Background: an optimization exercise with open tools, aiming at small area, a short achievable clock period and few clock cycles per item. Do not read the settings as production practice.
Only simulation tests tie the RTL to the original design; equivalence was not proved.
Power and IR drop assume default switching activity.

### design.v
module fp32_divsqrt (
    input  wire        clk,
    input  wire        rst,
    input  wire        in_valid,
    output wire        in_ready,
    input  wire        in_op,         
    input  wire [31:0] in_a,
    input  wire [31:0] in_b,
    output reg         out_valid,
    output wire [31:0] out_result,
    output wire [3:0]  out_flags      
);
    reg               busy;
    reg               op_r;
    reg               sign_r;
    reg        [4:0]  cnt;
    reg               first;      
    reg               second;     
    reg               last;       
    reg        [9:0]  exp_r;      
    reg        [25:0] W;
    reg        [25:0] D;
    reg        [24:0] Q;
    reg        [3:0]  flg;
    assign in_ready   = !busy;
    assign out_result = {sign_r, exp_r[7:0], Q[22:0]};
    assign out_flags  = flg;
    wire [22:0] fa = in_a[22:0];
    wire [25:0] w_load = !in_op    ? {2'b00, 1'b1, fa} :
                         in_a[23]  ? {2'b00, fa, 1'b0} :
                                     {fa[22], !fa[22], fa[21:0], 2'b00};
    wire [25:0] d_load = in_op ? 26'h2800000 : {1'b0, 1'b1, in_b[22:0], 1'b0};
    wire [24:0] q_load = {16'd0, in_b[30:23], 1'b1};
    wire [4:0]  c_load = in_op ? 5'd23 : 5'd25;
    wire [4:0] cnt_nx = cnt - 5'd1 - {4'd0, second & Q[0]};
    wire [26:0] S    = {W, 1'b0};
    wire        ci   = !last | Q[0];
    wire [27:0] sum  = {1'b0, S} + {1'b0, ~{1'b0, D}} + {27'd0, ci};
    wire        s    = sum[27];
    wire [25:0] w_nx = s ? sum[25:0] : S[25:0];
    wire [25:0] dec  = {25'd0, op_r} << cnt;
    wire [25:0] d_nx = (D & ~dec) | ({dec[24:0], 1'b0} & {26{s}}) | {1'b0, dec[25:1]};
    wire        inc = s;
    wire [22:0] ones;
    assign ones[0] = 1'b1;
    genvar gi;
    generate for (gi = 1; gi < 23; gi = gi + 1) begin : g_ones
        assign ones[gi] = ones[gi-1] & Q[gi-1];
    end endgenerate
    wire        carry  = inc & ones[22] & Q[22];
    wire [22:0] frac_r = Q[22:0] ^ (ones & {23{inc}});
    wire        x_big  = !exp_r[9] && exp_r[8];                        
    wire        x_255  = (exp_r == 10'd255);
    wire        x_le1  = exp_r[9] || (exp_r[8:1] == 8'd0);              
    wire        x_1    = (exp_r == 10'd1);
    wire        clamp  = x_big || x_le1;
    wire        r_ovf  = x_big || (x_255 && carry);
    wire        r_unf  = (x_le1 && !x_1) || (x_1 && !carry);
    wire [7:0]  x_dec  = exp_r[7:0] - 8'd1;
    wire [7:0]  r_exp  = r_ovf ? 8'hFF : r_unf ? 8'h00 : carry ? exp_r[7:0] : x_dec;
    wire [22:0] r_frac = clamp ? 23'd0 : frac_r;
    wire [7:0] ea     = exp_r[7:0];
    wire [7:0] eb     = Q[8:1];
    wire       a_frnz = op_r ? ((|W[23:2]) | (ea[0] ? W[1] : W[25])) : (|W[22:0]);
    wire       b_frnz = |D[23:1];
    wire       a_zero = (ea == 8'd0);
    wire       b_zero = (eb == 8'd0);
    wire       a_max  = (ea == 8'hFF);
    wire       b_max  = (eb == 8'hFF);
    wire       a_inf  = a_max & !a_frnz;
    wire       b_inf  = b_max & !b_frnz;
    wire       a_nan  = a_max & a_frnz;
    wire       b_nan  = b_max & b_frnz;
    reg        sp_hit;
    reg        sp_nan;      
    reg        sp_inf;      
    reg [3:0]  sp_flg;
    always @(*) begin
        sp_hit = 1'b1;
        sp_nan = 1'b0;
        sp_inf = 1'b0;
        sp_flg = 4'b0000;
        if (!op_r) begin
            if (a_nan || b_nan) begin
                sp_nan = 1'b1;
            end else if ((a_zero && b_zero) || (a_inf && b_inf)) begin
                sp_nan = 1'b1;
                sp_flg = 4'b0100;
            end else if (b_zero) begin
                sp_inf = 1'b1;
                if (!a_inf) sp_flg = 4'b1000;
            end else if (a_inf) begin
                sp_inf = 1'b1;
            end else if (b_inf || a_zero) begin
                sp_inf = 1'b0;
            end else begin
                sp_hit = 1'b0;
            end
        end else begin
            if (a_nan) begin
                sp_nan = 1'b1;
            end else if (a_zero) begin
                sp_inf = 1'b0;
            end else if (sign_r) begin
                sp_nan = 1'b1;
                sp_flg = 4'b0100;
            end else if (a_inf) begin
                sp_inf = 1'b1;
            end else begin
                sp_hit = 1'b0;
            end
        end
    end
    wire sp = first && sp_hit;
    wire       e_en = first || second;
    wire [9:0] e_a  = (first && op_r) ? {2'b00, ea[7], !ea[7], ea[6:1]} : exp_r;
    wire [9:0] e_b  = (first && !op_r) ? {eb[7], eb[7], eb[7], ~eb[6:0]} :
                      {9'd0, first ? ea[0] : Q[0]};
    wire [9:0] e_nx = e_a + e_b;
    always @(posedge clk) begin
        if (rst) begin
            busy      <= 1'b0;
            out_valid <= 1'b0;
        end else if (!busy) begin
            busy      <= in_valid;
            out_valid <= 1'b0;
        end else begin
            busy      <= !(sp || last);
            out_valid <= sp || last;
        end
    end
    always @(posedge clk) begin
        flg <= sp ? sp_flg : {2'b00, r_unf, r_ovf};
        if (!busy) begin
            op_r   <= in_op;
            sign_r <= in_a[31] ^ (in_b[31] & !in_op);
            cnt    <= c_load;
            first  <= 1'b1;
            second <= 1'b0;
            last   <= 1'b0;
            exp_r  <= {2'b00, in_a[30:23]};
            W      <= w_load;
            D      <= d_load;
            Q      <= q_load;
        end else begin
            cnt    <= cnt_nx;
            first  <= 1'b0;
            second <= first && !op_r;
            last   <= (cnt_nx == 5'd0);
            W   <= w_nx;
            D   <= d_nx;
            if (sp) begin
                Q[22:0]    <= {sp_nan, 22'd0};
                exp_r[7:0] <= (sp_nan || sp_inf) ? 8'hFF : 8'h00;
                if (sp_nan) sign_r <= 1'b0;
            end else if (last) begin
                Q[22:0]    <= r_frac;
                exp_r[7:0] <= r_exp;
            end else begin
                Q <= {Q[23:0], s};
                if (e_en) exp_r <= e_nx;
            end
        end
    end
endmodule
### flow/run.sh
#!/bin/bash
# Own layout flow: the standard synthesis, its combinational logic re-mapped
# for area (registers untouched), then the standard layout steps with timing
# repair aimed below the clock period.
set -euo pipefail
MARGIN=7
R=orfs/results/$FLOW_PLATFORM/fp32_divsqrt/base
bash standard.sh synth > synth_standard.log 2>&1
bash flow/resyn.sh $R flow > resyn.log 2>&1
rm -f $R/1_synth.odb $R/1_synth.sdc
bash standard.sh synth > synth_odb.log 2>&1
bash standard.sh SETUP_SLACK_MARGIN=$MARGIN finish > layout.log 2>&1
### flow/minilib.py
import re, sys
lib = open(sys.argv[1]).read()
keep = set(sys.argv[3].split(','))
out = []
i = 0
m = re.compile(r'\n\s*cell\s*\(\s*"?([A-Za-z0-9_]+)"?\s*\)\s*\{')
pos = 0
first = m.search(lib)
out.append(lib[:first.start()])
while True:
    mm = m.search(lib, pos)
    if not mm: break
    # find matching brace
    j = mm.end(); depth = 1
    while depth:
        c = lib[j]
        if c == '{': depth += 1
        elif c == '}': depth -= 1
        j += 1
    if mm.group(1) in keep:
        out.append(lib[mm.start():j])
    pos = j
out.append('\n}\n')
open(sys.argv[2], 'w').write(''.join(out))
### flow/resyn.sh
#!/bin/bash
# Re-map the combinational logic of the standard synthesis netlist for area,
# keeping every register instance (name and cell) as it is.
# usage: resyn.sh results_dir flow_dir
set -euo pipefail
R=$1; F=$2
LIB=$FLOW_HOME/platforms/sky130hd/lib/sky130_fd_sc_hd__tt_025C_1v80.lib
YOSYS=${YOSYS_EXE:-$FLOW_HOME/../tools/install/yosys/bin/yosys}
T=$(pwd)/resyn_tmp; mkdir -p $T
cp $R/1_2_yosys.v $T/in.v
ALL=$(grep -o "sky130_fd_sc_hd__[a-z0-9_]*" $T/in.v | sort -u)
SEQ=$(echo "$ALL" | grep -E "__(df|edf|sdf|dl|sdl|ebuf|conb)" | tr '\n' ',' || true)
COMB=$(echo "$ALL" | grep -v -E "__(df|edf|sdf|dl|sdl|ebuf|conb)" | tr '\n' ',' || true)
python3 $F/minilib.py $LIB $T/comb.lib "$COMB"
python3 $F/minilib.py $LIB $T/seq.lib "$SEQ,sky130_fd_sc_hd__conb_1"
DU=$(sed -n '/DONT_USE_CELLS/,/^$/p' $FLOW_HOME/platforms/sky130hd/config.mk | grep -o "sky130_fd_sc_hd__[a-z0-9_]*" | sed 's/^/-dont_use /' | tr '\n' ' ')
printf 'strash\ndch -f\namap\n' > $T/area.abc
cat > $T/resyn.ys <<EOS
read_liberty $T/comb.lib
read_liberty -lib $T/seq.lib
read_verilog $T/in.v
hierarchy -top $FLOW_TOP
blackbox $(echo $SEQ | tr ',' ' ') sky130_fd_sc_hd__conb_1
flatten
opt -purge
abc -script $T/area.abc -liberty $LIB $DU
opt_clean -purge
hilomap -singleton -hicell sky130_fd_sc_hd__conb_1 HI -locell sky130_fd_sc_hd__conb_1 LO
opt_clean -purge
stat -liberty $LIB
write_verilog -noattr -nohex -nodec $T/out.v
EOS
$YOSYS -q -l $T/resyn.log $T/resyn.ys > /dev/null
cp $R/1_2_yosys.v $R/1_2_yosys_standard.v
cp $T/out.v $R/1_2_yosys.v
### standard.sh
#!/bin/bash
# synth_recipe.tcl (not shown) runs the flow's synth.tcl, then flattens the netlist and writes it again
# the make line also repeats each setting of config.mk as NAME=value (left out here)
make -C /OpenROAD-flow-scripts/flow DESIGN_CONFIG=/design/flow/config.mk WORK_HOME=/design/flow/orfs CLKGATE_MAP_FILE= SYNTH_SCRIPT=/design/flow/synth_recipe.tcl "${@:-finish}"
### config.mk
export PLATFORM = sky130hd
export DESIGN_NAME = fp32_divsqrt
export DESIGN_NICKNAME = fp32_divsqrt
export VERILOG_FILES = /design/flow/design.v
export SDC_FILE = /design/flow/constraint.sdc
export NUM_CORES = 4
export LEC_CHECK = 0
export CAP_MARGIN = 20
export CORE_MARGIN = 2
export CORE_UTILIZATION = 40
export SLEW_MARGIN = 20
### constraint.sdc
create_clock -name core_clock -period 10.0 [get_ports {clk}]
set_input_delay 2.0000 -clock core_clock [delete_from_list [all_inputs] [get_ports {clk}]]
set_output_delay 2.0000 -clock core_clock [all_outputs]
set_load 0.01 [all_outputs]
==> metrics.yaml, run 1 <==
outcome: "complete, no violations"
grtUsageMet3_pct: 5.48
placed_area_um2: 8060
portBuffers: 105
final_common_cell: "nor2_1"
drt-initial-drc-count: 754
grt_first_pass_wirelength_um: 41600
cts.sink_count: 101
fin_crit_ps: 4150
crit_arrival_ps: 4420
globalRouteOverflowTotal: 0
grt_antenna_before_repair: 0
wl_per_cell_um: 20.1
timing.final.crit_share_pct: 41.5
detail_route.vias_per_cell: 6.02
first_global_vias: 7728
layout-area-overhead-vs-synth_pct: 66.6
top_usage_layer: "met2"
worst_setup_path_end_kind: "flip-flop"
p_leak_nw: 3.94
htree_num_levels: 3
globalRouteMet2Util_pct: 50.9
track_usage_pct: 30.3
pwr-share-clk_pct: 19.8
proportion_of_total_power_due_to_net_switching_pct: 40.8
firstDrtPassIters: 7
setup_viol: 0
final_cell_mix: "nor2_1, clkinv_1, buf_4"
finalHoldViolCount: 0
cts_root_buffer: "clkbuf_16"
grt_start_max_net_pins: 29
post_detailed_placement_half_perimeter_wirelength_um: 17400
critical_path.max_fanout: 3
cts_inserted_buffers: 9
use_met1_pct: 37.2
cts.path.max_buffers: 2
gp_congestion: 0.932
ff2ff_setup_slack_ps: 5850
tritoncts: "built"
route.antenna.remaining_nets: 0
worst_r2r_startpoint: "D[1]"
area_of_the_core_um2: 15900
totalWireLength_um: 28700
antenna-diode-count: 0
mean_syn_cell_area_um2: 6.82
drc: 0
power.ir.vdd_worst_v: 0.000116
powerDensity_nw_per_um2: 206
fillerInstances: 1310
worstRegToRegCells: 26
comb_power_share_pct: 55.0
worst_setup_start_kind: "flip-flop"
worst_r2r_endpoint: "out_result[19]"
critical_path.endpoint: "out_result[19]"
layout_cells_sized_above_1_pct: 32.3
dieWidth_um: 131
synth_warnings: 1
synthesis.instances: 950
worst_slew_pin_slew_ps: 850
min_path_type: "reg2reg"
row_count: 46
launching_element_of_the_worst_setup_path: "D[1]"
instances_no_fill: 1426
setup_repair_after_global_routing_missed_its_margin: "true"
syn_nets: 1018
achievable-frequency_ghz: 0.241
drv.max_cap_violation_count: 0
design.die.area_um2: 17200
tns_ps: 0
slew_headroom_pct: 43.1
seq_power_share_pct: 25.2
internal_portion_of_total_power_w: 0.00131
clk_latency_ps: 370
floorplan.initialDensity_pct: 40.8
clk_pin_slew_worst_paths_ps: 70
die-height_um: 131
power.switching_w: 0.000906
timing_worst_setup_path_type: "reg2reg"
worst_ep_required_time_ps: 10270
finish.net_count: 1273
synth.cell_area_um2: 6480
timing.final.max_slew_violations: 0
placed_cells_incl_taps: 1275
final_design_area_no_fill_um2: 10800
via_count: 8579
final.setup_skew_ps: 11.1
boundaryPins: 106
## critical path, stage by stage, from the launching register on
cell and delay (ps):
dfxtp_2 360, clkinv_4 70, nand2_4 70, o21ai_4 70
o31ai_4 200, a21oi_2 120, o21ai_2 180, nand2_1 100
o21ai_2 110, a222oi_1 130, or3_4 370, a31oi_4 200
o21ai_4 110, buf_6 120, buf_6 100, buf_6 100
buf_6 100, buf_6 100, buf_6 100, buf_6 110
buf_12 110, or4_4 450, nor2_4 140, nand3_4 110
nor3_4 150, nor2_1 70, o32ai_1 200
## sequential cells by signal (all words and copies together), names as in the netlist
name and cells:
D 26, W 26, out_result 15, exp_r 10
eb 8, cnt 5, flg 4, busy 1
first 1, last 1, op_r 1, out_valid 1
second 1, sign_r 1
## per-layer routing
| layer | vias up | part of all wire [%] |
|---|---|---|
| li1 | 4048 | - |
| met1 | 3984 | 39 |
| met2 | 441 | 48 |
| met3 | 106 | 7.0 |
| met4 | 0 | 5.9 |
| met5 | - | 0 |
## worst min-delay path by stage
| stage | endpoint | from | depth (start not counted) |
|---|---|---|---|
| 2_1_floorplan | D[25] | D[25] | 2 |
| 3_3_place_gp | out_result[21] | out_result[21] | 2 |
| 3_5_place_dp | out_result[21] | out_result[21] | 2 |
| 4_1_cts | out_result[21] | out_result[21] | 2 |
| 5_1_grt | out_result[14] | out_result[13] | 2 |
| 6_report | out_result[14] | out_result[13] | 2 |
## through the flow
stage	setup WS [ps]	util, %	total power (W)	hold slack (ps)
after floorplan	5910	-	0.00101	477
after global placement	5380	50.8	0.00124	497
after detailed placement	5390	50.8	0.00124	497
after CTS	5830	61.7	0.00199	508
after global routing	5610	67.9	0.00232	526
final	5850	67.9	0.00222	494
## area by class of cell
cell class / count / area (um^2) / area share, %
well taps: 216 / 270 / 2.50
clock buffers: 10 / 250 / 2.32
clock inverters: 6 / 115 / 1.07
repair inverters: 3 / 48.8 / 0.452
multi-input cells: 731 / 4990 / 46.2
inverters: 118 / 556 / 5.15
flip-flops and latches: 101 / 2180 / 20.2
repair buffers: 241 / 2380 / 22.1
## power by group through the flow
stage	clock [W]	sequential [W]	combinational, W
CTS	0.000439	0.000554	0.00100
detailed placement	0	0.000572	0.000665
global placement	0	0.000574	0.000668
floorplan	0	0.000548	0.000460
global route	0.000458	0.000567	0.00130
finish	0.000439	0.000559	0.00122
## repair_timing
action,4_1_cts,5_1_grt
pin swaps,61,70
endpoints found under the hold margin,0,0
resized for setup,271,189
endpoints found under the setup margin,138,126
hold buffers,0,0
setup buffers,82,48
cloned,5,0
Testbench counts, summed over its fixed seeds: cycles 62,573, ops 2,400.
==> run 2: changes to the inputs <==
--- a/flow/run.sh
+++ b/flow/run.sh
@@ -3,7 +3,7 @@
 # for area (registers untouched), then the standard layout steps with timing
 # repair aimed below the clock period.
 set -euo pipefail
-MARGIN=7
+MARGIN=6.5
 R=orfs/results/$FLOW_PLATFORM/fp32_divsqrt/base
 bash standard.sh synth > synth_standard.log 2>&1
 bash flow/resyn.sh $R flow > resyn.log 2>&1
==> flow/abc.constr (new file) <==
set_driving_cell sky130_fd_sc_hd__buf_1
set_load 5
==> flow/resyn.abc (new file) <==
&get -n; &st; &dch; &nf; &put; topo; stime -c; buffer -c; upsize -c -D 2500; dnsize -c -D 2500
--- a/flow/resyn.sh
+++ b/flow/resyn.sh
@@ -14,7 +14,7 @@
 python3 $F/minilib.py $LIB $T/comb.lib "$COMB"
 python3 $F/minilib.py $LIB $T/seq.lib "$SEQ,sky130_fd_sc_hd__conb_1"
 DU=$(sed -n '/DONT_USE_CELLS/,/^$/p' $FLOW_HOME/platforms/sky130hd/config.mk | grep -o "sky130_fd_sc_hd__[a-z0-9_]*" | sed 's/^/-dont_use /' | tr '\n' ' ')
-printf 'strash\ndch -f\namap\n' > $T/area.abc
+tr ';' '\n' < $F/resyn.abc > $T/area.abc
 cat > $T/resyn.ys <<EOS
 read_liberty $T/comb.lib
 read_liberty -lib $T/seq.lib
@@ -23,7 +23,7 @@
 blackbox $(echo $SEQ | tr ',' ' ') sky130_fd_sc_hd__conb_1
 flatten
 opt -purge
-abc -script $T/area.abc -liberty $LIB $DU
+abc -script $T/area.abc -constr $F/abc.constr -liberty $LIB $DU
 opt_clean -purge
 hilomap -singleton -hicell sky130_fd_sc_hd__conb_1 HI -locell sky130_fd_sc_hd__conb_1 LO
 opt_clean -purge
==> run 2 against run 1 <==
Net effect:
- area after synthesis grew 11%
- power shrank 19%
- critical path depth shrank 25
- via count down 12%
- combinational power fell by 31%
- sequential cell count is the same
- sequential share of layout area up 3.6 points
- largest power group unchanged
- cell area fell by 16%
- first-iteration DRC count down 26%
==> metrics.yaml, run 2 <==
track_usage_pct: 25.5  # -4.9 points
synth_warnings: 1  # unchanged
via_count: 7564  # -12%
die-height_um: 138  # +5.0%
timing_worst_setup_path_type: "reg2out"
setup_viol: 0  # unchanged
layout_setup_ws_ps: 6550  # +702 ps
mean_syn_cell_area_um2: 7.44  # +9.0%
firstDrtPassIters: 5  # -2
p_leak_nw: 3.30  # -16%
placed_cells_incl_taps: 1241  # -2.7%
hold_buffers: 0  # unchanged
critical_path.max_stage_delay_ps: 600  # +150 ps
critPathBufInv: 1  # -8
power.ir.vdd_worst_v: 0.000109  # -6.0%
cts_root_buffer: "clkbuf_16"
min_path_cells: 2  # unchanged
post_detailed_placement_half_perimeter_wirelength_um: 17500  # +0.63%
critical_path.max_fanout: 5  # +2
instances_no_fill: 1284  # -10%
grt_first_pass_wirelength_um: 37200  # -10%
final.setup_skew_ps: 11.2  # +0.123 ps
drt-initial-drc-count: 559  # -26%
tns_ps: 0  # unchanged
drc: 0  # unchanged
layout-area-overhead-vs-synth_pct: 26.0
cts.path.max_buffers: 2  # unchanged
worst_setup_path_end_kind: "output pin"
cts.sink_count: 101  # unchanged
antenna-diode-count: 0  # unchanged
grt_start_max_net_pins: 68  # +130%
clk_latency_ps: 360  # about the same
row_count: 48  # +4.3%
tritoncts: "built"
detail_route.vias_per_cell: 5.89  # -2.1%
slew_headroom_pct: 46.2  # +3.2 points
worst_path_dominant_cell_family: "buffers and inverters"
utilization_pct: 51.8  # -16 points
synth.cell_area_um2: 7160  # +11%
crit_arrival_ps: 1450  # -2970 ps
outcome: "complete, no violations"
clk_pin_slew_worst_paths_ps: 80  # about the same
floorplan.initialDensity_pct: 41.1  # +0.33 points
worst_r2r_endpoint: "exp_r[4]"
worst_r2r_startpoint: "W[12]"
hold_path_startpoint: "out_result[17]"
dieWidth_um: 138  # +5.0%
globalRouteOverflowTotal: 0  # unchanged
path_depth: 1  # -96%
worstRegToRegCells: 13  # -50%
route.antenna.remaining_nets: 0  # unchanged
min_path_type: "reg2reg"
area_of_the_core_um2: 17400  # +9.6%
powerDensity_nw_per_um2: 200  # -2.6%
setup_repair_after_global_routing_missed_its_margin: "true"
worst_slew_pin_slew_ps: 799  # -50.9 ps
grt_antenna_before_repair: 0  # unchanged
worst_setup_start_kind: "flip-flop"
syn_nets: 1031  # +1.3%
critical_path_s_slowest_cell: "clkdlybuf4s50_1"
design.die.area_um2: 19000  # +10%
fin_crit_ps: 3450  # -702 ps
htree_num_levels: 3  # unchanged
timing.final.crit_share_pct: 34.5  # -7.0 points
finalHoldViolCount: 0  # unchanged
cp_cell_sequence: "clkdlybuf4s50_1"
drv.max_cap_violation_count: 0  # unchanged
first_global_vias: 6803  # -12%
finalHoldWorstSlack_ps: 496  # +1.86 ps
achievable-frequency_ghz: 0.290  # +20%
totalWireLength_um: 24300  # -15%
launching_element_of_the_worst_setup_path: "out_result[22]"
cts_inserted_buffers: 9  # unchanged
place_ws_ps: 5890  # +494 ps
final_cell_mix: "nand2_1, clkdlybuf4s50_1, a21oi_1"
ff2ff_setup_slack_ps: 6600  # +750 ps
fillerInstances: 1750  # +34%
critical_path.endpoint: "out_result[22]"
finish.net_count: 1122  # -12%
layout_cells_sized_above_1_pct: 10.1  # -22 points
final_common_cell: "nand2_1"
timing.final.max_slew_violations: 0  # unchanged
portBuffers: 105  # unchanged
boundaryPins: 106  # unchanged
wl_per_cell_um: 18.9  # -6.1%
worst_ep_required_time_ps: 8000  # -2270 ps
gp_congestion: 0.919  # -1.4%
synthesis.instances: 963  # +1.4%
==> run 2: cell types whose count changed in the layout (fill, tap and decap cells not counted), moves of 24 or more <==
cell / previous run / this run
clkinv_1: 89 / 0
a21oi_1: 53 / 82
nand2b_1: 0 / 32
o21ai_0: 41 / 67
inv_1: 0 / 28
o22ai_1: 30 / 6
nor2_1: 159 / 71
xnor2_1: 1 / 33
buf_6: 57 / 2
clkdlybuf4s50_1: 66 / 105
buf_4: 74 / 31
o21ai_2: 25 / 0
nand2_1: 73 / 123
==> run 2: final cells by class <==
type	instances	area, um^2	share of cell area [%]
repair buffers	139	1330	14.7
clock buffers	11	264	2.93
clock inverters	5	63.8	0.707
well taps	225	282	3.12
multi-input cells	774	4830	53.5
flip-flops and latches	101	2150	23.8
inverters	29	113	1.25
==> run 2: worst min path at each step <==
| stage | end | slack (ps) |
|---|---|---|
| 6_report | out_result[18] | 500 |
| 5_1_grt | out_result[18] | 530 |
| 4_1_cts | out_result[18] | 500 |
| 3_5_place_dp | out_result[18] | 490 |
| 3_3_place_gp | out_result[18] | 490 |
| 2_1_floorplan | W[12] | 470 |
==> run 2: power by group <==
group          internal [W]  leakage, nW  switching (W)
sequential         0.000480        0.864       0.000103
combinational      0.000356         2.28       0.000480
clock              0.000218        0.157       0.000172
total               0.00105         3.30       0.000755
==> run 2: per-stage QoR <==
| stage | total power, W | area [um^2] |
|---|---|---|
| floorplan | 0.00111 | 7160 |
| global placement | 0.00134 | 8320 |
| detailed placement | 0.00134 | 8320 |
| CTS | 0.00176 | 8790 |
| global route | 0.00191 | 9020 |
| finish | 0.00181 | 9020 |
==> run 2: timing repair <==
action,in CTS,in global routing
cloned,0,0
gates resized for setup,19,28
setup buffers,10,17
setup endpoints to repair,69,72
pin swaps,8,13
==> run 2: metal layers <==
layer  wire length (um)  GRT usage, %  vias to the layer above
met1              11500          36.9                     3548
met3               1720          4.30                       22
met2              10800          38.8                      267
met5                  0             0                        -
met4                329          7.20                        0
li1                   -             -                     3727
==> run 2: worst reg2reg max path, delay by kind of cell, from the launching register on <==
kind / cells / cell delay [ps]
buf+inv: 2 / 330
flops: 1 / 360
fa+ha+maj: 1 / 370
simple gates: 2 / 580
compound gates: 8 / 1490
==> run 3: changes to the inputs <==
--- a/flow/run.sh
+++ b/flow/run.sh
@@ -3,7 +3,7 @@
 # for area (registers untouched), then the standard layout steps with timing
 # repair aimed below the clock period.
 set -euo pipefail
-MARGIN=6.5
+MARGIN=7.0
 R=orfs/results/$FLOW_PLATFORM/fp32_divsqrt/base
 bash standard.sh synth > synth_standard.log 2>&1
 bash flow/resyn.sh $R flow > resyn.log 2>&1
==> run 3 against run 2 <==
Net effect:
- highest routed layer unchanged
- area after synthesis unchanged
- largest cell class unchanged
- critical path depth up 13
- synthesized cell count unchanged
==> metrics.yaml, run 3 <==
outcome: "complete, no violations"
worst_setup_start_kind: "flip-flop"
grt_first_pass_wirelength_um: 39600  # +6.5%
power.ir.vdd_worst_v: 0.000139  # +28%
worst_ep_required_time_ps: 10200  # +2200 ps
final_common_cell: "nand2_1"
tritoncts: "built"
route.antenna.remaining_nets: 0  # unchanged
final.setup_skew_ps: 12.3  # +1.15 ps
setup_viol: 0  # unchanged
detail_route.vias_per_cell: 6.06  # +2.8%
pnr_total_power_w: 0.00217  # +20%
totalWireLength_um: 27000  # +11%
timing_worst_setup_path_type: "reg2reg"
clk_latency_ps: 370  # about the same
instances_no_fill: 1349  # +5.1%
placed_cells_incl_taps: 1241  # unchanged
post_detailed_placement_half_perimeter_wirelength_um: 17500  # -0.16%
mean_syn_cell_area_um2: 7.44  # unchanged
crit_arrival_ps: 3520  # +2070 ps
wl_per_cell_um: 20.0  # +6.0%
placed_area_um2: 8380  # +0.63%
clk_pin_slew_worst_paths_ps: 70  # about the same
row_count: 48  # unchanged
synth.cell_area_um2: 7160  # unchanged
drv.max_cap_violation_count: 0  # unchanged
dieWidth_um: 138  # unchanged
drt-initial-drc-count: 738  # +32%
cts_inserted_buffers: 9  # unchanged
cts.path.max_buffers: 2  # unchanged
via_count: 8169  # +8.0%
grt_antenna_before_repair: 1  # +1
p_leak_nw: 3.86  # +17%
cts_root_buffer: "clkbuf_16"
layout_cells_sized_above_1_pct: 25.2  # +15 points
gp_congestion: 0.939  # +2.1%
setup_repair_after_global_routing_missed_its_margin: "true"
firstDrtPassIters: 5  # unchanged
area_of_the_core_um2: 17400  # unchanged
min_path_type: "reg2reg"
grt_start_max_net_pins: 68  # unchanged
timing.final.crit_share_pct: 33.2  # -1.3 points
cts.sink_count: 101  # unchanged
synth_warnings: 1  # unchanged
layout-area-overhead-vs-synth_pct: 41.7
globalRouteOverflowTotal: 0  # unchanged
design.die.area_um2: 19000  # unchanged
timing.final.max_slew_violations: 0  # unchanged
syn_nets: 1031  # unchanged
final_cell_mix: "nand2_1, a21oi_1, buf_4"
antenna-diode-count: 0  # unchanged
achievable-frequency_ghz: 0.301  # +4.0%
fillerInstances: 1648  # -5.8%
track_usage_pct: 27.3  # +1.9 points
finish.net_count: 1187  # +5.8%
first_global_vias: 7146  # +5.0%
floorplan.initialDensity_pct: 41.1  # unchanged
drc: 0  # unchanged
utilization_pct: 58.2  # +6.4 points
htree_num_levels: 3  # unchanged
finalHoldViolCount: 0  # unchanged
fin_crit_ps: 3320  # -132 ps
powerDensity_nw_per_um2: 213  # +6.5%
worst_setup_path_end_kind: "flip-flop"
worst_slew_pin_slew_ps: 861  # +62.1 ps
boundaryPins: 106  # unchanged
critical_path.max_fanout: 8  # +3
synthesis.instances: 963  # unchanged
portBuffers: 105  # unchanged
die-height_um: 138  # unchanged
tns_ps: 0  # unchanged
slew_headroom_pct: 42.6  # -3.6 points
final_design_area_no_fill_um2: 10100  # +12%
## run 3: changes by cell type in the layout (fill, tap and decap cells not counted), moves of 12 or more
| cell | before | now |
|---|---|---|
| clkdlybuf4s50_1 | 105 | 65 |
| buf_4 | 31 | 70 |
| dfxtp_1 | 73 | 50 |
| dfxtp_4 | 2 | 23 |
| buf_6 | 2 | 20 |
| clkdlybuf4s15_2 | 0 | 12 |
| nand2_1 | 123 | 111 |
## run 3: final cells by class
type	instances	area (um^2)	share of cell area [%]
inverter	29	113	1.11
sequential	101	2230	22.0
clock buffer	11	264	2.60
multi-input combinational	774	5240	51.6
timing repair buffer	204	1950	19.2
tap	225	282	2.78
clock inverter	5	65.1	0.641
## run 3: per-layer routing
layer,up-vias,global-route usage [%],share of wire [%]
met5,-,0,0
met2,367,41.5,46
li1,3855,-,-
met1,3893,39.2,44
met3,54,4.56,7.8
met4,0,9.01,2.1
## run 3: path summary, 6_finish.rpt
path                                startpoint        endpoint  slack, ps  cells after the start
worst max-delay path                      last        exp_r[0]       6680                     14
worst min-delay path            out_result[17]  out_result[18]        480                      2
worst max register to register            last        exp_r[0]       6680                     14
worst min register to register  out_result[17]  out_result[18]        480                      2
## run 3: timing repair
item	in CTS	in global routing
resized for setup	209	114
pin swaps	32	57
buffers inserted	46	42
hold buffers	0	0
gates cloned	2	2
setup endpoints to repair	132	105
## run 3: stage by stage
step           setup WS [ps]  hold WS [ps]
2_1_floorplan           6990           466
3_3_place_gp            5910           490
3_5_place_dp            5870           481
4_1_cts                 6750           484
5_1_grt                 6580           511
6_report                6680           476
## run 3: critical path, cell delays in order (launching register included)
cell       delay (ps)
dfxtp_4           350
nor2b_4           140
o311ai_4          330
o211ai_4          130
a211o_1           360
a211oi_4          220
buf_6             150
o2111ai_4         120
a2111oi_4         340
buf_4             200
nand4b_1          140
buf_4             170
o2111ai_4         160
o2111ai_2         170
a22oi_1           170
## run 3: power by group
group          internal [W]  switching [W]
sequential         0.000481      0.0000987
combinational      0.000574       0.000621
clock              0.000219       0.000173
total               0.00127       0.000892
==> run 4: changes to the inputs <==
==> flow/run.sh (replaced) <==
#!/bin/bash
# Own layout flow: the standard synthesis, its combinational logic re-mapped
# for area (registers untouched), then the standard layout steps with timing
# repair aimed below the clock period.
set -euo pipefail
MARGIN=6.5
R=orfs/results/$FLOW_PLATFORM/fp32_divsqrt/base
bash standard.sh synth > synth_standard.log 2>&1
bash flow/resyn.sh $R flow > resyn.log 2>&1
rm -f $R/1_synth.odb $R/1_synth.sdc
bash standard.sh synth > synth_odb.log 2>&1
bash standard.sh SETUP_SLACK_MARGIN=$MARGIN BUFFER_PORTS_ARGS="-buffer_cell sky130_fd_sc_hd__buf_4" finish > layout.log 2>&1
==> run 4 against run 3 <==
Net effect:
- critical path depth shrank 3
- synthesized cell count is the same
- via count shrank 7.1%
- power shrank 20%
- routed wire length shrank 9.5%
- area after synthesis is the same
- sequential share of layout area grew 3.1 points
- worst setup slack lost 110 ps
- maximum frequency shrank 3.3%
- combinational power shrank 35%
- first-iteration DRC count shrank 20%
- global-route usage shrank 1.4 points
- critical endpoint is now exp_r[3]
- highest routed layer unchanged
==> metrics.yaml, run 4 <==
outcome: "complete, no violations"
cts.sink_count: 101  # unchanged
wl_per_cell_um: 19.3  # -3.8%
final_design_area_no_fill_um2: 8550  # -16%
syn_nets: 1031  # unchanged
route.antenna.remaining_nets: 0  # unchanged
fin_crit_ps: 3430  # +112 ps
seq_power_share_pct: 35.1  # +8.3 points
first_global_vias: 6978  # -2.4%
setup_viol: 0  # unchanged
detail_route.vias_per_cell: 5.98  # -1.3%
internal_portion_of_total_power_w: 0.000980  # -23%
drc: 0  # unchanged
boundaryPins: 106  # unchanged
launching_element_of_the_worst_setup_path: "D[15]"
clk_pin_slew_worst_paths_ps: 80  # about the same
timing_worst_setup_path_type: "reg2reg"
critical_path.max_stage_delay_ps: 530  # +170 ps
tritoncts: "built"
totalWireLength_um: 24500  # -9.5%
row_count: 48  # unchanged
drv.max_cap_violation_count: 0  # unchanged
comb_power_share_pct: 44.5  # -11 points
cts.path.max_buffers: 2  # unchanged
slew_headroom_pct: 46.9  # +4.3 points
powerDensity_nw_per_um2: 202  # -5.6%
grt_first_pass_wirelength_um: 37800  # -4.8%
pnr_total_power_w: 0.00172  # -20%
worst_r2r_startpoint: "D[15]"
tns_ps: 0  # unchanged
setup_repair_after_global_routing_missed_its_margin: "true"
timing.final.crit_share_pct: 34.3  # +1.1 points
utilization_pct: 49.1  # -9.1 points
power.ir.vdd_worst_v: 0.000117  # -16%
clk_latency_ps: 370  # about the same
ff2ff_setup_slack_ps: 6570  # -110 ps
cp_cell_sequence: "xor2_2, or3_4, nand4b_1, o211ai_1, buf_4, o2111ai_2, a2111oi_4, nand4b_1, nand2_1, nand4_1, o21a_4"
critical_path_s_slowest_cell: "a2111oi_4"
min_path_type: "reg2reg"
pwr-share-clk_pct: 20.4  # +2.3 points
placed_cells_incl_taps: 1240  # -0.081%
layout-area-overhead-vs-synth_pct: 19.4
htree_num_levels: 3  # unchanged
instances_no_fill: 1269  # -5.9%
critical_path.max_fanout: 8  # unchanged
worst_setup_start_kind: "flip-flop"
cts_root_buffer: "clkbuf_16"
via_count: 7587  # -7.1%
final.setup_skew_ps: 10.4  # -1.96 ps
grt_antenna_before_repair: 0  # -1
hold_path_startpoint: "out_result[17]"
timing.final.max_slew_violations: 0  # unchanged
worst_path_dominant_cell_family: "compound AO/OA/AOI/OAI gates"
cts_inserted_buffers: 9  # unchanged
cpMostUsedCell: "nand4b_1"
worst_setup_path_end_kind: "flip-flop"
design.die.area_um2: 19000  # unchanged
post_detailed_placement_half_perimeter_wirelength_um: 17400  # -0.23%
p_leak_nw: 3.31  # -14%
worst_ep_required_time_ps: 10120  # -80 ps
antenna-diode-count: 0  # unchanged
synth_warnings: 1  # unchanged
dieWidth_um: 138  # unchanged
power.switching_w: 0.000743  # -17%
hold_buffers: 0  # unchanged
achievable-frequency_ghz: 0.292  # -3.3%
portBuffers: 105  # unchanged
firstDrtPassIters: 7  # +2
layout_cells_sized_above_1_pct: 17.6  # -7.6 points
worst_slew_pin_slew_ps: 793  # -67.9 ps
placed_area_um2: 8050  # -3.9%
proportion_of_total_power_due_to_net_switching_pct: 43.1  # +1.9 points
fillerInstances: 1815  # +10%
crit_arrival_ps: 3550  # +30 ps
final_cell_mix: "nand2_1, buf_4, a21oi_1"
gp_congestion: 0.952  # +1.4%
synthesis.instances: 963  # unchanged
area_of_the_core_um2: 17400  # unchanged
floorplan.initialDensity_pct: 41.1  # unchanged
grt_start_max_net_pins: 44  # -35%
critPathBufInv: 1  # -2
synth.cell_area_um2: 7160  # unchanged
mean_syn_cell_area_um2: 7.44  # unchanged
track_usage_pct: 25.9  # -1.4 points
finalHoldViolCount: 0  # unchanged
drt-initial-drc-count: 591  # -20%
finish.net_count: 1107  # -6.7%
globalRouteOverflowTotal: 0  # unchanged
die-height_um: 138  # unchanged
[run 4: cell type report]
| class | count | area, um^2 | share of cell area [%] |
|---|---|---|---|
| multi-input cells | 774 | 4790 | 56.1 |
| flip-flops and latches | 101 | 2150 | 25.1 |
| repair buffers | 124 | 943 | 11.0 |
| well taps | 225 | 282 | 3.29 |
| clock buffers | 12 | 246 | 2.88 |
| inverters | 29 | 109 | 1.27 |
| clock inverters | 4 | 31.3 | 0.366 |
[run 4: power by group through the flow]
stage	logic [W]	clock network, W	registers [W]
6_report	0.000768	0.000351	0.000605
3_5_place_dp	0.000718	0	0.000606
2_1_floorplan	0.000563	0	0.000549
4_1_cts	0.000734	0.000356	0.000598
3_3_place_gp	0.000716	0	0.000607
5_1_grt	0.000845	0.000372	0.000617
[run 4: path summary, 6_finish.rpt]
kind | end | cells after the start
max | exp_r[3] | 11
min reg2reg | out_result[18] | 2
min | out_result[18] | 2
max reg2reg | exp_r[3] | 11
[run 4: worst register-to-register path: stages, from the launching register on]
cell and delay, ps:
dfxtp_4 380, xor2_2 210, or3_4 350, nand4b_1 330
o211ai_1 250, buf_4 160, o2111ai_2 160, a2111oi_4 530
nand4b_1 270, nand2_1 130, nand4_1 110, o21a_4 290
[run 4: timing repair]
action	CTS	global route
resized for setup	13	23
pin swaps	5	15
hold endpoints to repair	0	0
endpoints found under the setup margin	71	49
buffers inserted	2	11
[run 4: layer usage]
metal	vias to the layer above	track usage [%]	share of wire, %
li1	3682	-	-
met4	0	6.63	1.6
met5	-	0	0
met1	3611	36.0	46
met3	31	6.62	7.9
met2	263	40.0	45
[run 4: stage by stage]
| step | setup WS (ps) | hold slack, ps |
|---|---|---|
| CTS | 6500 | 495 |
| global route | 6470 | 511 |
| global placement | 5960 | 482 |
| detailed placement | 5830 | 481 |
| finish | 6570 | 490 |
| floorplan | 6790 | 466 |
==> run 5: changes to the inputs <==
--- a/flow/run.sh
+++ b/flow/run.sh
@@ -3,7 +3,7 @@
 # for area (registers untouched), then the standard layout steps with timing
 # repair aimed below the clock period.
 set -euo pipefail
-MARGIN=6.5
+MARGIN=7.0
 R=orfs/results/$FLOW_PLATFORM/fp32_divsqrt/base
 bash standard.sh synth > synth_standard.log 2>&1
 bash flow/resyn.sh $R flow > resyn.log 2>&1
==> run 5 against run 4 <==
Net effect:
- sequential cell count did not move
- die area did not move
- sequential share of layout area fell by 2.7 points
- critical path type unchanged
- still clean
- clock power rose by 18%
- largest cell class unchanged
- worst setup slack improved by 76 ps
- first-iteration DRC count rose by 18%
- worst hold slack improved by 12 ps
- cell area rose by 15%
- highest routed layer unchanged
==> metrics.yaml, run 5 <==
fin_crit_ps: 3350  # -76.4 ps
setup_viol: 0  # unchanged
drc: 0  # unchanged
critical_path.max_fanout: 8  # unchanged
critical_path_s_slowest_cell: "dfxtp_4"
gp_congestion: 0.953  # +0.14%
achievable-frequency_ghz: 0.298  # +2.3%
grt_antenna_before_repair: 0  # unchanged
crit_arrival_ps: 3470  # -80 ps
finalHoldViolCount: 0  # unchanged
wl_per_cell_um: 20.3  # +5.5%
pwr-share-clk_pct: 18.6  # -1.8 points
critical_path.max_stage_delay_ps: 380  # -150 ps
tritoncts: "built"
totalWireLength_um: 27300  # +11%
clk_pin_slew_worst_paths_ps: 70  # about the same
htree_num_levels: 3  # unchanged
layout_cells_sized_above_1_pct: 31.0  # +13 points
worst_setup_path_end_kind: "flip-flop"
grt_start_max_net_pins: 44  # unchanged
timing.final.max_slew_violations: 0  # unchanged
min_path_type: "reg2reg"
via_count: 8213  # +8.3%
post_detailed_placement_half_perimeter_wirelength_um: 17800  # +2.2%
power.ir.vdd_worst_v: 0.000129  # +9.8%
mean_syn_cell_area_um2: 7.44  # unchanged
powerDensity_nw_per_um2: 226  # +12%
tns_ps: 0  # unchanged
synth.cell_area_um2: 7160  # unchanged
p_leak_nw: 3.86  # +16%
portBuffers: 105  # unchanged
outcome: "complete, no violations"
detail_route.vias_per_cell: 6.13  # +2.5%
hold_buffers: 0  # unchanged
route.antenna.remaining_nets: 0  # unchanged
cp_cell_sequence: "xor2_4, or3_1, nand4b_1, buf_4, a211oi_4, buf_4, o21a_4, a21oi_4, buf_12, nor4b_4, and4_4, nand4_1, o21a_4"
syn_nets: 1031  # unchanged
firstDrtPassIters: 6  # -1
floorplan.initialDensity_pct: 41.1  # unchanged
first_global_vias: 7495  # +7.4%
slew_headroom_pct: 50.9  # +4.0 points
track_usage_pct: 28.0  # +2.1 points
layout_setup_ws_ps: 6650  # +76.4 ps
drt-initial-drc-count: 700  # +18%
cts_inserted_buffers: 9  # unchanged
dieWidth_um: 138  # unchanged
synth_warnings: 1  # unchanged
row_count: 48  # unchanged
internal_portion_of_total_power_w: 0.00132  # +34%
globalRouteOverflowTotal: 0  # unchanged
final_cell_mix: "buf_4, nand2_1, a21oi_1"
boundaryPins: 106  # unchanged
comb_power_share_pct: 55.0  # +11 points
synthesis.instances: 963  # unchanged
timing_worst_setup_path_type: "reg2reg"
final_common_cell: "buf_4"
worst_setup_start_kind: "flip-flop"
design.die.area_um2: 19000  # unchanged
die-height_um: 138  # unchanged
final.setup_skew_ps: 8.91  # -1.48 ps
seq_power_share_pct: 26.4  # -8.7 points
layout-area-overhead-vs-synth_pct: 37.3
worst_slew_pin_slew_ps: 731  # -62.3 ps
clk_latency_ps: 360  # about the same
proportion_of_total_power_due_to_net_switching_pct: 40.7  # -2.4 points
area_of_the_core_um2: 17400  # unchanged
place_ws_ps: 6300  # +471 ps
timing.final.crit_share_pct: 33.5  # -0.76 points
cts.sink_count: 101  # unchanged
cts_root_buffer: "clkbuf_16"
worst_ep_required_time_ps: 10110  # about the same
finish.net_count: 1177  # +6.3%
setup_repair_after_global_routing_missed_its_margin: "true"
grt_first_pass_wirelength_um: 40800  # +8.0%
power.switching_w: 0.000905  # +22%
drv.max_cap_violation_count: 0  # unchanged
cts.path.max_buffers: 2  # unchanged
-- run 5: per-layer routing --
metal	share of wire (%)	global-route usage [%]
met5	0	0
met2	46	45.0
met1	43	37.9
met3	7.9	4.49
met4	2.5	10.1
-- run 5: layout make-up --
cell class              instances  area, um^2
inverters                      29         113
diodes                          1        2.50
multi-input cells             775        5240
well taps                     225         282
repair buffers                192        1650
repair inverters                1        7.51
clock buffers                  10         250
fillers                      1636        7590
clock inverters                 6        90.1
flip-flops and latches        101        2200
-- run 5: metrics by stage --
stage          instance area (um^2)  utilization, %  power (W)  cells  hold WS (ps)
2_1_floorplan                  7220               -    0.00112    963           466
3_3_place_gp                   8110            46.5    0.00133   1240           500
3_5_place_dp                   8110            46.5    0.00134   1240           491
4_1_cts                        9270            53.2    0.00205   1318           503
5_1_grt                        9830            56.4    0.00233   1339           540
6_report                       9830            56.4    0.00222   1340           502
-- run 5: power groups by stage --
stage	Sequential [W]	Combinational (W)	Clock [W]
after global placement	0.000609	0.000724	0
final	0.000587	0.00122	0.000413
after global routing	0.000596	0.00130	0.000429
after floorplan	0.000550	0.000570	0
after detailed placement	0.000609	0.000726	0
after CTS	0.000575	0.00106	0.000413
-- run 5: what timing repair did --
| action | CTS | global route |
|---|---|---|
| gates cloned | 3 | 2 |
| setup endpoints to repair | 111 | 98 |
| setup buffers | 59 | 19 |
| hold endpoints to repair | 0 | 0 |
| pin swaps | 45 | 49 |
| gates resized for setup | 90 | 96 |
-- run 5: worst max-delay path: cells and delay by family (launching register included) --
kind            cells  cell delay [ps]
simple gates        5             1290
compound gates      4              730
buf+inv             3              520
flops               1              380
xor+xnor            1              180
-- run 5: path summary, 6_finish.rpt --
check | startpoint | to | slack, ps | cells after the start
worst min register to register | out_result[17] | out_result[18] | 500 | 2
worst min-delay path | out_result[17] | out_result[18] | 500 | 2
worst max register to register | W[14] | exp_r[7] | 6650 | 13
worst max-delay path | W[14] | exp_r[7] | 6650 | 13
==> run 6: changes to the inputs <==
==> flow/run.sh (replaced) <==
#!/bin/bash
# Own layout flow: the standard synthesis, its combinational logic re-mapped
# for area (registers untouched), then the standard layout steps with timing
# repair aimed below the clock period.
set -euo pipefail
MARGIN=6.0
R=orfs/results/$FLOW_PLATFORM/fp32_divsqrt/base
bash standard.sh synth > synth_standard.log 2>&1
bash flow/resyn.sh $R flow > resyn.log 2>&1
rm -f $R/1_synth.odb $R/1_synth.sdc
bash standard.sh synth > synth_odb.log 2>&1
bash standard.sh SETUP_SLACK_MARGIN=$MARGIN BUFFER_PORTS_ARGS="-buffer_cell sky130_fd_sc_hd__buf_1" finish > layout.log 2>&1
==> run 6 against run 5 <==
Net effect:
- still clean
- final cell count decreased by 6.2%
- count of clock-buffer cells in the layout up 3
- sequential share of layout area rose by 4.1 points
- cell area fell by 18%
- routed wire length decreased by 13%
- synthesized cell count unchanged
- register-to-register slack worse by 440 ps
- clock power decreased by 3%
- critical path type unchanged
- largest power group unchanged
- highest routed layer unchanged
==> metrics.yaml, run 6 <==
worst_setup_start_kind: "flip-flop"
power.ir.vdd_worst_v: 0.0000950  # -26%
die-height_um: 138  # unchanged
cts_root_buffer: "clkbuf_16"
pnr_total_power_w: 0.00171  # -23%
place_ws_ps: 5810  # -491 ps
floorplan.initialDensity_pct: 41.1  # unchanged
finish.net_count: 1095  # -7.0%
gp_congestion: 0.915  # -4.1%
placed_cells_incl_taps: 1241  # +0.081%
wl_per_cell_um: 18.8  # -7.5%
finalHoldViolCount: 0  # unchanged
timing.final.max_slew_violations: 0  # unchanged
achievable-frequency_ghz: 0.263  # -12%
utilization_pct: 46.1  # -10 points
crit_arrival_ps: 3850  # +380 ps
timing.final.crit_share_pct: 38.0  # +4.4 points
cts_setup_buffers: 0  # -100%
clk_pin_slew_worst_paths_ps: 70  # about the same
final_cell_mix: "nand2_1, buf_1, dfxtp_1"
syn_nets: 1031  # unchanged
globalRouteOverflowTotal: 0  # unchanged
cts.path.max_buffers: 2  # unchanged
row_count: 48  # unchanged
instances_no_fill: 1257  # -6.2%
post_detailed_placement_half_perimeter_wirelength_um: 17300  # -3.0%
final_common_cell: "nand2_1"
cts_inserted_buffers: 9  # unchanged
boundaryPins: 106  # unchanged
p_leak_nw: 2.86  # -26%
route.antenna.remaining_nets: 0  # unchanged
firstDrtPassIters: 7  # +1
track_usage_pct: 25.2  # -2.8 points
detail_route.vias_per_cell: 5.96  # -2.8%
cp_cell_sequence: "nor2b_4, o311ai_4, o211ai_2, a211o_1, a211oi_4, o2111ai_2, a2111oi_4, a31oi_2, o21ai_4, o21a_2"
worst_ep_required_time_ps: 10060  # -50 ps
first_global_vias: 6839  # -8.8%
synth.cell_area_um2: 7160  # unchanged
layout_setup_ws_ps: 6200  # -444 ps
totalWireLength_um: 23700  # -13%
powerDensity_nw_per_um2: 213  # -5.9%
antenna-diode-count: 0  # -1
setup_viol: 0  # unchanged
clk_latency_ps: 360  # about the same
cts.sink_count: 101  # unchanged
worst_path_dominant_cell_family: "compound AO/OA/AOI/OAI gates"
design.die.area_um2: 19000  # unchanged
grt_first_pass_wirelength_um: 37000  # -9.3%
grt_antenna_before_repair: 0  # unchanged
tns_ps: 0  # unchanged
area_of_the_core_um2: 17400  # unchanged
tritoncts: "built"
timing_worst_setup_path_type: "reg2reg"
critical_path.max_stage_delay_ps: 530  # +150 ps
min_path_type: "reg2reg"
portBuffers: 105  # unchanged
layout-area-overhead-vs-synth_pct: 12.0
critical_path_s_slowest_cell: "a2111oi_4"
via_count: 7491  # -8.8%
fin_crit_ps: 3800  # +444 ps
drt-initial-drc-count: 733  # +4.7%
outcome: "complete, no violations"
critPathBufInv: 0  # -3
drv.max_cap_violation_count: 0  # unchanged
critical_path.max_fanout: 25  # +17
slew_headroom_pct: 46.5  # -4.4 points
htree_num_levels: 3  # unchanged
layout_cells_sized_above_1_pct: 4.75  # -26 points
dieWidth_um: 138  # unchanged
synthesis.instances: 963  # unchanged
grt_start_max_net_pins: 67  # +52%
drc: 0  # unchanged
final.setup_skew_ps: 8.67  # -0.238 ps
setup_repair_after_global_routing_missed_its_margin: "false"
synth_warnings: 1  # unchanged
worst_slew_pin_slew_ps: 803  # +72.0 ps
mean_syn_cell_area_um2: 7.44  # unchanged
worst_setup_path_end_kind: "flip-flop"
[run 6: tightest hold or removal path, cell delays in order (launching register included)]
cell and delay [ps]:
dfxtp_1 340, nand2_1 60, o21ai_1 50
[run 6: final cells by class]
| class | count | area (um^2) |
|---|---|---|
| Inverter | 29 | 109 |
| Clock inverter | 3 | 46.3 |
| Multi-Input combinational cell | 774 | 4720 |
| Sequential cell | 101 | 2120 |
| Fill cell | 1825 | 9390 |
| Clock buffer | 13 | 292 |
| Tap cell | 225 | 282 |
| Timing Repair Buffer | 112 | 447 |
[run 6: through the flow]
step / area, um^2 / hold WS [ps]
final: 8020 / 495
after floorplan: 7160 / 466
after global placement: 7670 / 480
after detailed placement: 7670 / 487
after global routing: 8020 / 516
after CTS: 8010 / 501
[run 6: what timing repair did]
action                     CTS  global route
gates cloned                 0             0
hold buffers                 0             0
pin swaps                    0             0
gates resized for setup      1             3
setup endpoints to repair    8            12
[run 6: power breakdown]
group	internal (W)	switching [W]	total, W	leakage [nW]
Sequential	0.000478	0.000119	0.000597	0.861
Combinational	0.000276	0.000433	0.000709	1.84
Clock	0.000231	0.000169	0.000400	0.164
[run 6: per-layer routing]
| metal | up-vias | track usage [%] | wire (um) |
|---|---|---|---|
| met4 | 0 | 7.31 | 415 |
| met2 | 231 | 38.7 | 10800 |
| li1 | 3663 | - | - |
| met5 | - | 0 | 0 |
| met3 | 27 | 3.57 | 1260 |
| met1 | 3570 | 36.5 | 11200 |
[run 6: worst paths after layout]
| check | cells past startpoint | start | slack (ps) | to |
|---|---|---|---|---|
| worst min register to register | 2 | out_result[17] | 490 | out_result[18] |
| worst max register to register | 10 | last | 6200 | exp_r[5] |
| worst max-delay path | 10 | last | 6200 | exp_r[5] |
| worst min-delay path | 2 | out_result[17] | 490 | out_result[18] |
==> run 7: changes to the inputs <==
--- a/flow/run.sh
+++ b/flow/run.sh
@@ -3,7 +3,7 @@
 # for area (registers untouched), then the standard layout steps with timing
 # repair aimed below the clock period.
 set -euo pipefail
-MARGIN=6.0
+MARGIN=6.5
 R=orfs/results/$FLOW_PLATFORM/fp32_divsqrt/base
 bash standard.sh synth > synth_standard.log 2>&1
 bash flow/resyn.sh $R flow > resyn.log 2>&1
==> run 7 against run 6 <==
Net effect:
- still clean
- sequential power about the same
- maximum frequency increased by 12%
- sequential cell count unchanged
- count of clock-buffer cells in the layout unchanged
- area after synthesis unchanged
- largest cell class unchanged
==> metrics.yaml, run 7 <==
outcome: "complete, no violations"
final_common_cell: "nand2_1"
grt_antenna_before_repair: 0  # unchanged
portBuffers: 105  # unchanged
min_path_type: "reg2reg"
cts.sink_count: 101  # unchanged
critical_path.max_fanout: 8  # -68%
setup_viol: 0  # unchanged
worst_ep_required_time_ps: 10120  # +60 ps
drc: 0  # unchanged
finalHoldViolCount: 0  # unchanged
finish.net_count: 1106  # +1.0%
row_count: 48  # unchanged
syn_nets: 1031  # unchanged
antenna-diode-count: 0  # unchanged
floorplan.initialDensity_pct: 41.1  # unchanged
post_detailed_placement_half_perimeter_wirelength_um: 17300  # unchanged
first_global_vias: 6871  # +0.47%
grt_first_pass_wirelength_um: 37200  # +0.54%
final_cell_mix: "nand2_1, buf_1, a21oi_1"
route.antenna.remaining_nets: 0  # unchanged
hold_buffers: 0  # unchanged
gp_congestion: 0.915  # unchanged
fillerInstances: 1806  # -1.0%
timing.final.max_slew_violations: 0  # unchanged
crit_arrival_ps: 3510  # -340 ps
grt_start_max_net_pins: 67  # unchanged
power.ir.vdd_worst_v: 0.000100  # +5.3%
slew_headroom_pct: 47.8  # +1.3 points
worst_slew_pin_slew_ps: 780  # -22.8 ps
worst_r2r_endpoint: "exp_r[3]"
cts.path.max_buffers: 2  # unchanged
drv.max_cap_violation_count: 0  # unchanged
htree_num_levels: 3  # unchanged
worst_setup_start_kind: "flip-flop"
via_count: 7584  # +1.2%
worstRegToRegCells: 11  # +1
layout-area-overhead-vs-synth_pct: 14.9
tns_ps: 0  # unchanged
worst_hold_path.endpoint: "out_result[18]"
dieWidth_um: 138  # unchanged
min_path_cells: 2  # unchanged
firstDrtPassIters: 6  # -1
boundaryPins: 106  # unchanged
hold_path_startpoint: "out_result[17]"
area_of_the_core_um2: 17400  # unchanged
layout_cells_sized_above_1_pct: 8.05  # +3.3 points
setup_repair_after_global_routing_missed_its_margin: "true"
worst_setup_path_end_kind: "flip-flop"
synth_warnings: 1  # unchanged
fin_crit_ps: 3390  # -406 ps
tritoncts: "built"
clk_pin_slew_worst_paths_ps: 70  # about the same
detail_route.vias_per_cell: 5.98  # +0.36%
design.die.area_um2: 19000  # unchanged
powerDensity_nw_per_um2: 212  # -0.30%
timing.final.crit_share_pct: 33.9  # -4.1 points
totalWireLength_um: 24000  # +1.5%
synth.cell_area_um2: 7160  # unchanged
cts_root_buffer: "clkbuf_16"
drt-initial-drc-count: 764  # +4.2%
ff2ff_setup_slack_ps: 6610  # +410 ps
mean_syn_cell_area_um2: 7.44  # unchanged
worst_r2r_startpoint: "D[1]"
die-height_um: 138  # unchanged
track_usage_pct: 25.3  # +0.16 points
pnr_total_power_w: 0.00174  # +2.2%
synthesis.instances: 963  # unchanged
achievable-frequency_ghz: 0.295  # +12%
timing_worst_setup_path_type: "reg2reg"
cts_inserted_buffers: 9  # unchanged
globalRouteOverflowTotal: 0  # unchanged
wl_per_cell_um: 18.9  # +0.59%
p_leak_nw: 2.94  # +2.9%
clk_latency_ps: 360  # about the same
final.setup_skew_ps: 7.95  # -0.714 ps
run 7: cell types whose count changed in the layout (fill, tap and decap cells not counted), sizes merged:
| cell | delta |
|---|---|
| buf | +11 |
run 7: cell type report:
type | count | area (um^2) | area share, %
Multi-Input combinational cell | 774 | 4810 | 58.5
Sequential cell | 101 | 2140 | 26.1
Timing Repair Buffer | 123 | 546 | 6.63
Clock buffer | 13 | 292 | 3.54
Tap cell | 225 | 282 | 3.42
Inverter | 29 | 109 | 1.32
Clock inverter | 3 | 46.3 | 0.563
run 7: worst max-delay path by stage:
| stage | slack (ps) | from | to |
|---|---|---|---|
| floorplan | 6790 | last | exp_r[0] |
| global placement | 5920 | last | exp_r[3] |
| detailed placement | 5810 | last | exp_r[3] |
| CTS | 6500 | last | exp_r[2] |
| global route | 6460 | D[1] | exp_r[0] |
| finish | 6610 | D[1] | exp_r[3] |
run 7: per-stage QoR:
| stage | hold slack [ps] | setup slack [ps] | instances | util [%] | cell area [um^2] |
|---|---|---|---|---|---|
| global placement | 480 | 5920 | 1241 | 44.0 | 7670 |
| global route | 516 | 6460 | 1268 | 47.2 | 8230 |
| finish | 493 | 6610 | 1268 | 47.2 | 8230 |
| floorplan | 466 | 6790 | 963 | - | 7160 |
| CTS | 501 | 6500 | 1259 | 46.4 | 8080 |
| detailed placement | 487 | 5810 | 1241 | 44.0 | 7670 |
run 7: timing repair:
| item | 4_1_cts | 5_1_grt |
|---|---|---|
| endpoints found under the hold margin | 0 | 0 |
| cloned | 0 | 0 |
| resized for setup | 12 | 27 |
| setup endpoints to repair | 60 | 55 |
| buffers inserted | 2 | 9 |
| pin swaps | 4 | 13 |
run 7: routing by layer:
metal	vias to the layer above	global-route usage, %	routed length, um
li1	3673	-	-
met1	3581	36.5	11000
met2	293	39.2	10900
met3	37	3.72	1680
met4	0	7.31	456
met5	-	0	0
run 7: critical path, cell delays in order, from the launching register on:
cell and delay [ps]:
dfxtp_2 350, nor2b_1 150, o311ai_4 320, o211ai_2 150, a211o_1 330, a211oi_4 370
o21a_1 250, a21oi_2 120, nor4b_4 390, and4_4 280, nand4_1 110, o21a_4 320
run 7: report_power, final:
| group | internal, W | switching (W) |
|---|---|---|
| logic | 0.000299 | 0.000446 |
| clock network | 0.000231 | 0.000169 |
| registers | 0.000480 | 0.000120 |

[what the ideal ports hide]
No port has a modelled driver above. Below, the same layouts with a new extraction and two added sets of constraints. Step 1, drivers: a clkbuf_16 drives clk and a buf_2 each remaining input, both assumed. Step 2 times the ports against the registers' clock, not the clock port: input delays grow and output delays shrink by t, the midpoint of the rising clock arrivals with the driver on. Slacks: no drivers / after step 1 / after step 2; pairs: no drivers / after step 1.
run	t (ns)	setup WS [ns]	hold slack, ns	worst setup path at the end	clock arrival spread, ns
run 1	0.408	5.848 / 5.848 / 5.848	0.494 / 0.494 / 0.494	register to register	0.011 / 0.011
run 2	0.401	6.551 / 6.509 / 6.259	0.496 / 0.496 / 0.496	input to register	0.011 / 0.011
run 3	0.407	6.683 / 6.683 / 6.565	0.476 / 0.476 / 0.476	input to register	0.013 / 0.013
run 4	0.405	6.571 / 6.571 / 6.336	0.490 / 0.490 / 0.490	input to register	0.011 / 0.010
run 5	0.402	6.647 / 6.647 / 6.620	0.502 / 0.502 / 0.502	input to register	0.009 / 0.009
run 6	0.400	6.203 / 6.203 / 6.203	0.495 / 0.495 / 0.495	register to register	0.009 / 0.009
run 7	0.399	6.609 / 6.609 / 6.289	0.493 / 0.493 / 0.493	input to register	0.007 / 0.008
After both steps setup and hold are still met in every run listed. For run 7, which loses most, drivers alone change the setup slack by 0.000 ns; drivers and shift together by -0.320 ns.
